What follows belongs to an exercise in optimizing a design on an open flow for small area, a short achievable clock period and few clock cycles; a production flow would make more cautious choices.
RTL that was checked went through simulation tests only; none was proved equivalent to the original.

==> flow/design.v <==
module ce_errx (
    input  wire         clk,
    input  wire         rst,
    input  wire         start,
    output reg          done,
    input  wire         voa,
    input  wire [31:0]  y,
    input  wire [2:0]   seq,
    input  wire [7:0]   dseq,
    input  wire [2:0]   dlag,
    input  wire [2:0]   dsh,
    input  wire         ext,
    input  wire [31:0]  yavg_in,
    input  wire [31:0]  m_in,
    input  wire [31:0]  refv,
    input  wire         ref_ok,
    input  wire [15:0]  kref,
    input  wire [31:0]  yfloor,
    input  wire [31:0]  target,
    output wire [15:0]  e,
    output reg  [31:0]  yavg_out,
    output reg  [31:0]  m_out,
    output reg          wd
);
    localparam [1:0] S_IDLE = 2'd0,
                     S_MUL  = 2'd1,
                     S_DIV  = 2'd2;
    reg  [1:0]  state;
    reg  [2:0]  cnt;
    reg  [4:0]  rem;       
    reg  [14:0] quo;       
    reg         satr;      
    reg         posq;      
    reg  [17:0] tx;        
    reg  [47:0] acc;       
    reg  [39:0] den;       
    reg         neg;       
    reg         ydo;       
    wire        idle  = (state == S_IDLE);
    wire        yc    = (state == S_MUL) & ydo;    
    wire        smode = idle | yc;
    function [79:0] csa(input [39:0] a, input [39:0] b, input [39:0] c);
        csa = {(a & b) | (a & c) | (b & c), a ^ b ^ c};
    endfunction
    wire        bw      = y[5:0] < yavg_in[5:0];
    wire [2:0]  lag_idx = seq - dlag;
    wire        wl      = dseq[lag_idx];
    wire [39:0] y40  = {8'd0, y};
    wire [39:0] a40  = {8'd0, yavg_in};
    wire [39:0] m40  = {{8{m_in[31]}}, m_in};
    wire [39:0] mm40 = m40 << dsh;
    wire [39:0] yh40 = {14'd0, y[31:6]};
    wire [39:0] ah40 = {14'd0, yavg_in[31:6]};
    wire        sw = wl & ~yc;
    wire [39:0] o1 = yc ? a40  : sw ? y40   : ~y40;
    wire [39:0] o2 = yc ? yh40 : sw ? ~a40  : a40;
    wire [39:0] o3 = yc ? ~ah40 : sw ? ~yh40 : yh40;
    wire [39:0] o4 = yc ? {40{bw}} : sw ? ah40 : ~ah40;
    wire [39:0] o5 = yc ? 40'd0 : ~m40;
    wire [39:0] o6 = yc ? 40'd0 : mm40;
    wire        k1 = ~yc;
    wire        k2 = ~yc & (wl | ~bw);
    wire        k3 = ~yc & wl & bw;
    wire [79:0] c1 = csa(o1, o2, o3);
    wire [79:0] c2 = csa(o4, o5, o6);
    wire [79:0] c3 = csa(c1[39:0], {c1[78:40], k1}, c2[39:0]);
    wire [79:0] c4 = csa(c3[39:0], {c3[78:40], k2}, {c2[78:40], k3});
    wire [39:0] s_x = c4[39:0];
    wire [39:0] s_y = {c4[78:40], 1'b0};
    always @(posedge clk) begin
        if (idle & voa)
            yavg_out <= yavg_in;
        else if (yc)
            yavg_out <= t3[31:0];
        wd <= ~voa & dseq[seq];
    end
    wire [3:0] kd [0:3];
    assign kd[0] = kref[3:0];
    assign kd[1] = kref[7:4];
    assign kd[2] = kref[11:8];
    assign kd[3] = kref[15:12];
    wire [2:0]  klead = (kd[3] != 4'd0) ? 3'd3 : (kd[2] != 4'd0) ? 3'd2 : 3'd1;
    reg  [3:0]  dnext;     
    wire [3:0]  dig = idle ? ((ref_ok & ~voa) ? kd[klead[1:0]] : 4'd0) : dnext;
    wire [47:0] pp0 = voa ? {16'd0, target} : dig[0] ? {16'd0, refv} : 48'd0;
    wire [47:0] pp1 = voa ? ~{16'd0, y}     : dig[1] ? {15'd0, refv, 1'b0} : 48'd0;
    wire [47:0] pp2 = dig[2] ? {14'd0, refv, 2'b0} : 48'd0;
    wire [47:0] pp3 = dig[3] ? {13'd0, refv, 3'b0} : 48'd0;
    wire [47:0] pa  = idle ? 48'd0 : {acc[43:0], 4'b0};
    wire [47:0] ms0 = pp0 ^ pp1 ^ pp2;
    wire [47:0] mc0 = {((pp0[46:0] & pp1[46:0]) | (pp0[46:0] & pp2[46:0]) | (pp1[46:0] & pp2[46:0])), voa};
    wire [47:0] ms1 = ms0 ^ mc0 ^ pp3;
    wire [47:0] mc1 = {((ms0[46:0] & mc0[46:0]) | (ms0[46:0] & pp3[46:0]) | (mc0[46:0] & pp3[46:0])), 1'b0};
    wire [47:0] ms2 = ms1 ^ mc1 ^ pa;
    wire [47:0] mc2 = {((ms1[46:0] & mc1[46:0]) | (ms1[46:0] & pa[46:0]) | (mc1[46:0] & pa[46:0])), 1'b0};
    wire [47:0] mul_nx = ms2 + mc2;
    wire [31:0] yf_nz = {yfloor[31:1], yfloor[0] | (yfloor == 32'd0)};
    wire [48:0] zf  = {~{9'd0, yfloor}, 8'd0};
    wire [48:0] cs1 = {1'b0, ms2} ^ {1'b0, mc2} ^ zf;
    wire [48:0] cc1 = {((ms2 & mc2) | (ms2 & zf[47:0]) | (mc2 & zf[47:0])), 1'b0};
    wire [48:0] dgt = cs1 + cc1;
    wire        p_gt = ~dgt[48];
    wire [39:0] r_el  = p_gt ? mul_nx[47:8] : {8'd0, yf_nz};
    wire [39:0] r_voa = (target > yfloor) ? {8'd0, target} : {8'd0, yf_nz};
    wire [39:0] r_div = idle ? r_voa : r_el;
    wire signed [39:0] m_sh  = $signed(den) >>> dsh;
    wire        m_hi  = ~m_sh[39] & (m_sh[38:31] != 8'h00);
    wire        m_lo  =  m_sh[39] & (m_sh[38:31] != 8'hff);
    wire [31:0] m_val = m_hi ? 32'h7fffffff : m_lo ? 32'h80000000 : m_sh[31:0];
    wire [32:0] n_sel = idle ? mul_nx[32:0] : {m_val[31], m_val};
    wire [31:0] n_mag = n_sel[32] ? -n_sel[31:0] : n_sel[31:0];
    wire [40:0] i1 = {acc[39:0], 1'b0};
    wire [41:0] t1 = {1'b0, i1} + ~{2'b00, den} + 42'd1;
    wire        q1 = ~t1[41];
    wire [39:0] a1 = q1 ? t1[39:0] : i1[39:0];
    wire [40:0] i2 = {a1, 1'b0};
    wire [41:0] t2 = {1'b0, i2} + ~{2'b00, den} + 42'd1;
    wire        q2 = ~t2[41];
    wire [39:0] a2 = q2 ? t2[39:0] : i2[39:0];
    wire [40:0] i3 = {a2, 1'b0};
    wire [41:0] x3 = smode ? {2'b00, s_x} : {1'b0, i3};
    wire [41:0] y3 = smode ? {2'b00, s_y} : ~{2'b00, den};
    wire [41:0] t3 = x3 + y3 + 42'd1;
    wire        q3 = ~t3[41];
    wire [39:0] a3 = q3 ? t3[39:0] : i3[39:0];
    reg  [39:0] hmask;     
    integer h;
    always @* begin
        hmask[39] = 1'b1;
        for (h = 38; h >= 0; h = h - 1)
            hmask[h] = hmask[h + 1] & ~den[h + 1];
    end
    wire [45:0] i1s  = {i1, 5'd0};
    wire        skip = (rem >= 5'd6) && (i1s[45:40] == 6'd0) && ((i1s[39:0] & hmask) == 40'd0);
    wire [15:0] qv  = satr ? (neg ? 16'h8000 : 16'h7fff) : {1'b0, quo};
    wire [17:0] qx  = posq ? {2'b00, qv} : {2'b11, ~qv};
    wire [17:0] es  = qx + tx + {17'd0, ~posq};
    assign e = (es[17:15] == 3'b000 || es[17:15] == 3'b111) ? es[15:0]
             : (es[17] ? 16'h8000 : 16'h7fff);
    wire        sat = (rem == 5'd15) && (acc[39:0] >= den);
    wire        n_neg  = n_sel[32];
    wire        tneg   = ~voa & ext;
    wire [17:0] tx_nx  = voa ? 18'd0 : (({{2{target[15]}}, target[15:0]} ^ {18{tneg}}) + {17'd0, tneg});
    task load_common;
        begin
            den   <= r_div;
            neg   <= n_neg;
            quo   <= 15'd0;
            acc   <= {16'd0, n_mag};
            rem   <= 5'd15;
            satr  <= 1'b0;
        end
    endtask
    always @(posedge clk) begin
        posq <= voa ? ~neg : (ext ^ neg);
        tx   <= tx_nx;
    end
    always @(posedge clk) begin
        if (rst) begin
            state <= S_IDLE;
            done  <= 1'b0;
        end else begin
            done <= 1'b0;
            case (state)
                S_IDLE: if (start) begin
                    if (voa) begin
                        m_out <= m_in;
                        load_common;
                        state <= S_DIV;
                    end else begin
                        den   <= t3[39:0];
                        acc   <= mul_nx;
                        cnt   <= klead - 3'd1;
                        dnext <= ref_ok ? kd[klead[1:0] - 2'd1] : 4'd0;
                        ydo   <= 1'b1;
                        state <= S_MUL;
                    end
                end
                S_MUL: begin
                    ydo <= 1'b0;
                    dnext <= ref_ok ? kd[cnt[1:0] - 2'd1] : 4'd0;
                    if (cnt == 3'd0) begin
                        m_out <= m_val;
                        load_common;
                        state <= S_DIV;
                    end else begin
                        acc <= mul_nx;
                        cnt <= cnt - 3'd1;
                    end
                end
                default: begin
                    if (sat) begin
                        satr  <= 1'b1;
                        done  <= 1'b1;
                        state <= S_IDLE;
                    end else if (skip) begin
                        acc <= {8'd0, i1s[39:0]};
                        quo <= {quo[8:0], 6'd0};
                        rem <= rem - 5'd6;
                        if (rem == 5'd6) begin
                            done  <= 1'b1;
                            state <= S_IDLE;
                        end
                    end else begin
                        acc <= {8'd0, a3};
                        quo <= {quo[11:0], q1, q2, q3};
                        rem <= rem - 5'd3;
                        if (rem == 5'd3) begin
                            done  <= 1'b1;
                            state <= S_IDLE;
                        end
                    end
                end
            endcase
        end
    end
endmodule
clock: 17.0 ns
lec_check: 0
abc_area: 1
cap_margin: 20
core_margin: 2
core_utilization: 40
place_density: 0.6
slew_margin: 20
standard.sh (not shown) runs the stock make flow with config.mk's settings and CLKGATE_MAP_FILE= SYNTH_SCRIPT=/design/flow/synth_recipe.tcl, a recipe that flattens the netlist after the stock synthesis.
==> flow/flow/run.sh <==
#!/bin/bash
# The standard layout (standard.sh, unchanged), with the input and
# output ports buffered by sky130_fd_sc_hd__buf_1 cells instead of the
# default delay-buffer cells. All make/OpenROAD/Yosys output goes to
# standard.log in this folder.
set -euo pipefail
export BUFFER_PORTS_ARGS="-buffer_cell sky130_fd_sc_hd__buf_1"
# repair_timing aims at 7 ns of setup slack (a 10 ns period)
export SETUP_SLACK_MARGIN=7
bash standard.sh > standard.log 2>&1
Testbench counts at the start, summed over its fixed seeds: cycles 9,585.
Rerun with:
--- a/flow/design.v
+++ b/flow/design.v
@@ -50,14 +50,14 @@
     wire [39:0] m40  = {{8{m_in[31]}}, m_in};
     wire [39:0] mm40 = m40 << dsh;
     wire [39:0] yh40 = {14'd0, y[31:6]};
     wire [39:0] ah40 = {14'd0, yavg_in[31:6]};
     wire        sw = wl & ~yc;
-    wire [39:0] o1 = yc ? a40  : sw ? y40   : ~y40;
-    wire [39:0] o2 = yc ? yh40 : sw ? ~a40  : a40;
-    wire [39:0] o3 = yc ? ~ah40 : sw ? ~yh40 : yh40;
-    wire [39:0] o4 = yc ? {40{bw}} : sw ? ah40 : ~ah40;
+    wire [39:0] o1 = a40 ^ {40{sw}};
+    wire [39:0] o2 = yh40 ^ {40{sw}};
+    wire [39:0] o3 = ~ah40 ^ {40{sw}};
+    wire [39:0] o4 = yc ? {40{bw}} : (y40 ^ {40{~sw}});
     wire [39:0] o5 = yc ? 40'd0 : ~m40;
     wire [39:0] o6 = yc ? 40'd0 : mm40;
     wire        k1 = ~yc;
     wire        k2 = ~yc & (wl | ~bw);
     wire        k3 = ~yc & wl & bw;
@@ -106,11 +106,18 @@
     wire signed [39:0] m_sh  = $signed(den) >>> dsh;
     wire        m_hi  = ~m_sh[39] & (m_sh[38:31] != 8'h00);
     wire        m_lo  =  m_sh[39] & (m_sh[38:31] != 8'hff);
     wire [31:0] m_val = m_hi ? 32'h7fffffff : m_lo ? 32'h80000000 : m_sh[31:0];
     wire [32:0] n_sel = idle ? mul_nx[32:0] : {m_val[31], m_val};
-    wire [31:0] n_mag = n_sel[32] ? -n_sel[31:0] : n_sel[31:0];
+    reg  [31:0] n_low;
+    integer b;
+    always @* begin
+        n_low[0] = 1'b0;
+        for (b = 1; b < 32; b = b + 1)
+            n_low[b] = n_low[b - 1] | n_sel[b - 1];
+    end
+    wire [31:0] n_mag = n_sel[31:0] ^ (n_low & {32{n_sel[32]}});
     wire [40:0] i1 = {acc[39:0], 1'b0};
     wire [41:0] t1 = {1'b0, i1} + ~{2'b00, den} + 42'd1;
     wire        q1 = ~t1[41];
     wire [39:0] a1 = q1 ? t1[39:0] : i1[39:0];
     wire [40:0] i2 = {a1, 1'b0};
=> Synthesized cell count drops by 8.4%. Worst setup slack improves by 0.098 ns. Wire length falls by 7.2%. Non-clock buffer count came out higher by 44. Design area shrinks by 2.6%. Global-route usage came out lower by 0.40 points. Via count drops by 7.1%. Area after synthesis decreases by 6.0%. Cell count is lower by 7.1%. Count of clock-buffer cells in the layout went down by 3. Fmax grows by 0.98%. Critical path depth is lower by 1. Flip-flop and latch count does not change.
Function not checked in the second run of this note: the RTL went through the layout flow alone.

-- afterwards: timing with drivers on the ports --
How much do the figures lean on ideal ports? The routed layouts below were timed once more, with nothing changed but the port constraints. Step 1: set_driving_cell puts a clkbuf_16 on clk and a buf_2 on each other input, an assumption about the parent block. Step 2 moves the port delays by t, midway between the first and last clock arrival at a register: inputs arrive t later, outputs are due t later. That takes back most of the time a late clock gives input paths. Slacks: ideal / step 1 / step 2; pairs: ideal / step 1.
run	t, ns	setup slack, ns	hold slack, ns	cell pins on the clock port's net
the first run	0.691	6.980 / 7.014 / 6.323	0.514 / 0.514 / 0.514	1
the second run	0.680	7.078 / 7.120 / 6.440	0.535 / 0.535 / 0.535	1
After both steps setup and hold are still met in every run listed. For the first run, which loses most, drivers alone change the setup slack by +0.034 ns; drivers and shift together by -0.657 ns.
